Source: an optimization exercise on an open RTL-to-GDS flow (aim: small area, a short achievable clock period and few clock cycles per item). Production flows keep margins and buffers that such runs may drop.
Where RTL was checked, it was by simulation tests only, not by an equivalence proof against the original.
Power figures rest on the tool's default switching activity, not on a simulated workload.

## before
==> flow/design.v <==
module fe_rms (
    input  wire        clk,
    input  wire        rst_n,
    input  wire        start,
    input  wire [63:0] sum,      
    input  wire [31:0] count,    
    output wire        in_ready,
    output reg         out_valid,
    output wire [31:0] rms
);
    reg        dbusy;
    reg [4:0]  dcnt;
    reg [31:0] drem;       
    reg [39:0] dq;         
    reg [31:0] dn;         
    reg        dz;         
    reg        dn18;       
    reg  ready;            
    wire dlast = (dcnt == 5'd28);    
    assign in_ready = ready;
    wire load = !dbusy || dlast;
    wire [33:0] tq = {drem, dq[39:38]};
    wire [33:0] d1, d2;
    wire        ge1, ge2;
    fe_rms_sub #(.W(34)) u_sub1 (.a(tq), .b({2'b0, dn}), .d(d1), .ge(ge1));
    fe_rms_sub #(.W(34)) u_sub2 (.a(tq), .b({1'b0, dn, 1'b0}), .d(d2), .ge(ge2));
    wire [34:0] ta = {1'b0, tq};
    wire [34:0] tb = ~{3'b0, dn};
    wire [34:0] tc = ~{2'b0, dn, 1'b0};
    wire [34:0] cx = ta ^ tb ^ tc;
    wire [34:0] cc = (ta & tb) | (ta & tc) | (tb & tc);
    wire [34:0] d3;
    fe_rms_add #(.W(35)) u_add3 (.a(cx), .b({cc[33:0], 1'b1}), .ci(1'b1), .s(d3));
    wire        ge3 = !d3[34];
    wire        q1  = ge2;
    wire        q2  = ge3 || (ge1 && !ge2);
    wire [31:0] r2  = ge3 ? d3[31:0] : ge2 ? d2[31:0] : ge1 ? d1[31:0] : tq[31:0];
    wire        z0  = (tq[31:18] == 14'd0);
    wire        z1  = (d1[31:18] == 14'd0);
    wire        z2  = (d2[31:18] == 14'd0);
    wire        z3  = (d3[31:18] == 14'd0);
    wire        rz  = dn18 && (ge3 ? z3 : ge2 ? z2 : ge1 ? z1 : z0);
    always @(posedge clk) begin
        if (load) begin
            drem <= sum[63:40];
            dq   <= sum[39:0];
            dn   <= count;
            dz   <= (count == 32'd0);
            dn18 <= (count[17:0] == 18'd0);
            dcnt <= 5'd0;
        end else begin
            drem <= r2;
            dq   <= {dq[37:0], 2'b00};
            dcnt <= dcnt + 5'd1;
        end
        if (!rst_n) begin
            dbusy <= 1'b0;
            ready <= 1'b1;
        end else if (in_ready) begin
            dbusy <= start;
            ready <= !start;
        end else begin
            ready <= (dcnt == 5'd27);
        end
    end
    reg        sv;         
    reg        sfirst;     
    reg        ssecond;    
    reg [1:0]  qp0;        
    reg        slast;      
    reg [1:0]  qp;
    reg        pnz;        
    always @(posedge clk) begin
        qp     <= dz ? 2'b00 : {q1, q2};
        sfirst <= (dcnt == 5'd0);
        slast  <= dlast;
        qp0    <= qp;
        ssecond <= sfirst;
        if (dlast)
            pnz <= !rz;
        if (!rst_n)
            sv <= 1'b0;
        else
            sv <= dbusy;
    end
    reg [29:0] srem;       
    reg [28:0] root;
    wire [31:0] ssh = {srem, qp};
    wire [28:0] rt  = root;
    wire [31:0] sdf;
    wire        sb;
    fe_rms_sub #(.W(32)) u_sub3 (.a(ssh), .b({1'b0, rt[28:0], 2'b01}), .d(sdf), .ge(sb));
    wire [29:0] sr  = sb ? sdf[29:0] : ssh[29:0];
    wire [1:0]  f0s = qp0 - {1'b0, qp0 != 2'b00};        
    wire        f0b = (qp0 != 2'b00);                    
    wire [3:0]  f1h = {f0s, qp};
    wire [3:0]  f1t = {1'b0, f0b, 2'b01};
    wire        f1b = (f1h >= f1t);                      
    wire [3:0]  f1s = f1b ? f1h - f1t : f1h;             
    reg         srnd;      
    wire        inc = root[0] && !(!pnz && srem == 30'd0 && !root[1]);
    always @(posedge clk) begin
        if (ssecond)
            srem <= {27'd0, f1s[2:0]};
        else
            srem <= sr;
        if (srnd)
            root <= {1'b0, root[28:1]} + {28'd0, inc};
        else if (ssecond)
            root <= {27'd0, f0b, f1b};
        else
            root <= {rt[27:0], sb};
        if (!rst_n) begin
            srnd      <= 1'b0;
            out_valid <= 1'b0;
        end else begin
            srnd      <= sv && slast;
            out_valid <= srnd;
        end
    end
    assign rms = {3'd0, root};
endmodule
module fe_rms_sub #(
    parameter W = 33
) (
    input  wire [W-1:0] a,
    input  wire [W-1:0] b,
    output wire [W-1:0] d,
    output wire         ge
);
    localparam L = (W > 32) ? 6 : (W > 16) ? 5 : (W > 8) ? 4 : (W > 4) ? 3 : 2;
    wire [W-1:0] p = a ^ ~b;
    wire [W-1:0] g = a & ~b;
    wire [W-1:0] G [0:L];
    wire [W-1:0] P [0:L];
    assign G[0] = {g[W-1:1], g[0] | p[0]};
    assign P[0] = p;
    genvar l, i;
    generate
        for (l = 0; l < L; l = l + 1) begin : g_lvl
            for (i = 0; i < W; i = i + 1) begin : g_bit
                if ((i >> l) & 1) begin : g_op
                    localparam integer K = ((i >> l) << l) - 1;
                    assign G[l+1][i] = G[l][i] | (P[l][i] & G[l][K]);
                    assign P[l+1][i] = P[l][i] & P[l][K];
                end else begin : g_pass
                    assign G[l+1][i] = G[l][i];
                    assign P[l+1][i] = P[l][i];
                end
            end
        end
    endgenerate
    assign d  = p ^ {G[L][W-2:0], 1'b1};
    assign ge = G[L][W-1];
endmodule
module fe_rms_add #(
    parameter W = 35
) (
    input  wire [W-1:0] a,
    input  wire [W-1:0] b,
    input  wire         ci,
    output wire [W-1:0] s
);
    localparam L = (W > 32) ? 6 : (W > 16) ? 5 : (W > 8) ? 4 : (W > 4) ? 3 : 2;
    wire [W-1:0] p = a ^ b;
    wire [W-1:0] g = a & b;
    wire [W-1:0] G [0:L];
    wire [W-1:0] P [0:L];
    assign G[0] = {g[W-1:1], g[0] | (p[0] & ci)};
    assign P[0] = p;
    genvar l, i;
    generate
        for (l = 0; l < L; l = l + 1) begin : g_lvl
            for (i = 0; i < W; i = i + 1) begin : g_bit
                if ((i >> l) & 1) begin : g_op
                    localparam integer K = ((i >> l) << l) - 1;
                    assign G[l+1][i] = G[l][i] | (P[l][i] & G[l][K]);
                    assign P[l+1][i] = P[l][i] & P[l][K];
                end else begin : g_pass
                    assign G[l+1][i] = G[l][i];
                    assign P[l+1][i] = P[l][i];
                end
            end
        end
    endgenerate
    assign s = p ^ {G[L][W-2:0], ci};
endmodule
==> flow/config.mk <==
export PLATFORM = sky130hd
export DESIGN_NAME = fe_rms
export DESIGN_NICKNAME = fe_rms
export VERILOG_FILES = /design/flow/design.v
export SDC_FILE = /design/flow/constraint.sdc
export NUM_CORES = 4
export LEC_CHECK = 0
export ABC_AREA = 1
export CAP_MARGIN = 20
export CORE_MARGIN = 2
export CORE_UTILIZATION = 40
export SLEW_MARGIN = 20
==> flow/constraint.sdc <==
create_clock -name core_clock -period 10.0 [get_ports {clk}]
set_input_delay 2.0000 -clock core_clock [delete_from_list [all_inputs] [get_ports {clk}]]
set_output_delay 2.0000 -clock core_clock [all_outputs]
set_load 0.01 [all_outputs]
standard.sh (not shown) runs the stock make flow with config.mk's settings and CLKGATE_MAP_FILE= SYNTH_SCRIPT=/design/flow/synth_recipe.tcl, a recipe that flattens the netlist after the stock synthesis.
==> flow/flow/run.sh <==
#!/bin/bash
# Layout flow: the standard flow (its synthesis, floorplan, power grid,
# tap cells, placement, clock tree and routing), with two changes made through
# ORFS variables: timing repair aims at a setup slack of 7 ns instead of
# 0 ns, and the input and output ports are buffered with sky130_fd_sc_hd__buf_1.
# standard.sh's output goes to standard.log; ORFS keeps each step's log under
# orfs/logs/.
set -euo pipefail
export SETUP_SLACK_MARGIN=7
export BUFFER_PORTS_ARGS="-buffer_cell sky130_fd_sc_hd__buf_1"
bash standard.sh > standard.log 2>&1
Here is what was changed in the inputs of after compared with before.
--- a/flow/design.v
+++ b/flow/design.v
@@ -11,17 +11,16 @@
     reg        dbusy;
     reg [4:0]  dcnt;
     reg [31:0] drem;       
     reg [39:0] dq;         
     reg [31:0] dn;         
     reg        dz;         
-    reg        dn18;       
     reg  ready;            
     wire dlast = (dcnt == 5'd28);    
+    wire dfin  = (dcnt == 5'd29);    
     assign in_ready = ready;
-    wire load = !dbusy || dlast;
     wire [33:0] tq = {drem, dq[39:38]};
     wire [33:0] d1, d2;
     wire        ge1, ge2;
     fe_rms_sub #(.W(34)) u_sub1 (.a(tq), .b({2'b0, dn}), .d(d1), .ge(ge1));
     fe_rms_sub #(.W(34)) u_sub2 (.a(tq), .b({1'b0, dn, 1'b0}), .d(d2), .ge(ge2));
     wire [34:0] ta = {1'b0, tq};
@@ -32,24 +31,18 @@
     wire [34:0] d3;
     fe_rms_add #(.W(35)) u_add3 (.a(cx), .b({cc[33:0], 1'b1}), .ci(1'b1), .s(d3));
     wire        ge3 = !d3[34];
     wire        q1  = ge2;
     wire        q2  = ge3 || (ge1 && !ge2);
     wire [31:0] r2  = ge3 ? d3[31:0] : ge2 ? d2[31:0] : ge1 ? d1[31:0] : tq[31:0];
-    wire        z0  = (tq[31:18] == 14'd0);
-    wire        z1  = (d1[31:18] == 14'd0);
-    wire        z2  = (d2[31:18] == 14'd0);
-    wire        z3  = (d3[31:18] == 14'd0);
-    wire        rz  = dn18 && (ge3 ? z3 : ge2 ? z2 : ge1 ? z1 : z0);
     always @(posedge clk) begin
-        if (load) begin
+        if (in_ready) begin
             drem <= sum[63:40];
             dq   <= sum[39:0];
             dn   <= count;
             dz   <= (count == 32'd0);
-            dn18 <= (count[17:0] == 18'd0);
             dcnt <= 5'd0;
         end else begin
             drem <= r2;
             dq   <= {dq[37:0], 2'b00};
             dcnt <= dcnt + 5'd1;
         end
@@ -57,60 +50,50 @@
             dbusy <= 1'b0;
             ready <= 1'b1;
         end else if (in_ready) begin
             dbusy <= start;
             ready <= !start;
         end else begin
-            ready <= (dcnt == 5'd27);
+            ready <= dlast;
         end
     end
     reg        sv;         
     reg        sfirst;     
-    reg        ssecond;    
-    reg [1:0]  qp0;        
     reg        slast;      
     reg [1:0]  qp;
     reg        pnz;        
     always @(posedge clk) begin
         qp     <= dz ? 2'b00 : {q1, q2};
         sfirst <= (dcnt == 5'd0);
         slast  <= dlast;
-        qp0    <= qp;
-        ssecond <= sfirst;
-        if (dlast)
-            pnz <= !rz;
+        if (dfin)
+            pnz <= (drem != 32'd0);
         if (!rst_n)
             sv <= 1'b0;
         else
-            sv <= dbusy;
+            sv <= dbusy && !dfin;
     end
     reg [29:0] srem;       
     reg [28:0] root;
     wire [31:0] ssh = {srem, qp};
     wire [28:0] rt  = root;
     wire [31:0] sdf;
     wire        sb;
     fe_rms_sub #(.W(32)) u_sub3 (.a(ssh), .b({1'b0, rt[28:0], 2'b01}), .d(sdf), .ge(sb));
     wire [29:0] sr  = sb ? sdf[29:0] : ssh[29:0];
-    wire [1:0]  f0s = qp0 - {1'b0, qp0 != 2'b00};        
-    wire        f0b = (qp0 != 2'b00);                    
-    wire [3:0]  f1h = {f0s, qp};
-    wire [3:0]  f1t = {1'b0, f0b, 2'b01};
-    wire        f1b = (f1h >= f1t);                      
-    wire [3:0]  f1s = f1b ? f1h - f1t : f1h;             
     reg         srnd;      
     wire        inc = root[0] && !(!pnz && srem == 30'd0 && !root[1]);
     always @(posedge clk) begin
-        if (ssecond)
-            srem <= {27'd0, f1s[2:0]};
+        if (sfirst)
+            srem <= {28'd0, qp[1] & qp[0], qp[1] & !qp[0]};
         else
             srem <= sr;
         if (srnd)
             root <= {1'b0, root[28:1]} + {28'd0, inc};
-        else if (ssecond)
-            root <= {27'd0, f0b, f1b};
+        else if (sfirst)
+            root <= {28'd0, qp != 2'b00};
         else
             root <= {rt[27:0], sb};
         if (!rst_n) begin
             srnd      <= 1'b0;
             out_valid <= 1'b0;
         end else begin
==> comparison <==
after reached the end of the flow, and the finished layout is clean on the timing, DRC and antenna checks.
Max achievable frequency across after and before: after
On met2 wire length, the lower figure sits with after, not before.
Looking at fraction of the cycle the final worst path needs across after and before, the one that comes out lower is after.
As far as wire length on met1 is concerned, before and after perform about the same.
Net switching power figure: after lower than before
Per the comparison of after with before, overall overflow remaining after global route about even, final core utilization fell 1.7 points, global-route wire length before repair fell about 2.3%, critical path depth rose 3.
after vs. before: combinational cell fraction of total power now smaller, wire length after detailed routing fell about 2.7%.
Testbench counts of after, summed over its fixed seeds: cycles 48,016, items 1,600.
No functional check of the RTL was part of before.

==> what the ideal ports hide <==
Ports are ideal in the flow. The routed layouts listed here were re-timed in OpenROAD. Step 1: set_driving_cell puts a clkbuf_16 on clk and a buf_2 on each other input, an assumption about the parent block. Step 2 adds t to the input delays and takes it off the output delays; t is the mean of the earliest and latest rising clock arrival at the registers after step 1. Input paths then give back, and output paths get back, about the clock's delay inside the block. Slacks: ideal / step 1 / step 2; pairs: ideal / step 1.
| run | t, ns | setup WS [ns] | cell pins on the clock port's net |
|---|---|---|---|
| before | 0.513 | 6.774 / 6.774 / 6.556 | 1 |
| after | 0.498 | 7.017 / 6.985 / 6.620 | 1 |
After both steps setup and hold are still met in every run listed. For after, which loses most, drivers alone change the setup slack by -0.032 ns; drivers and shift together by -0.397 ns.
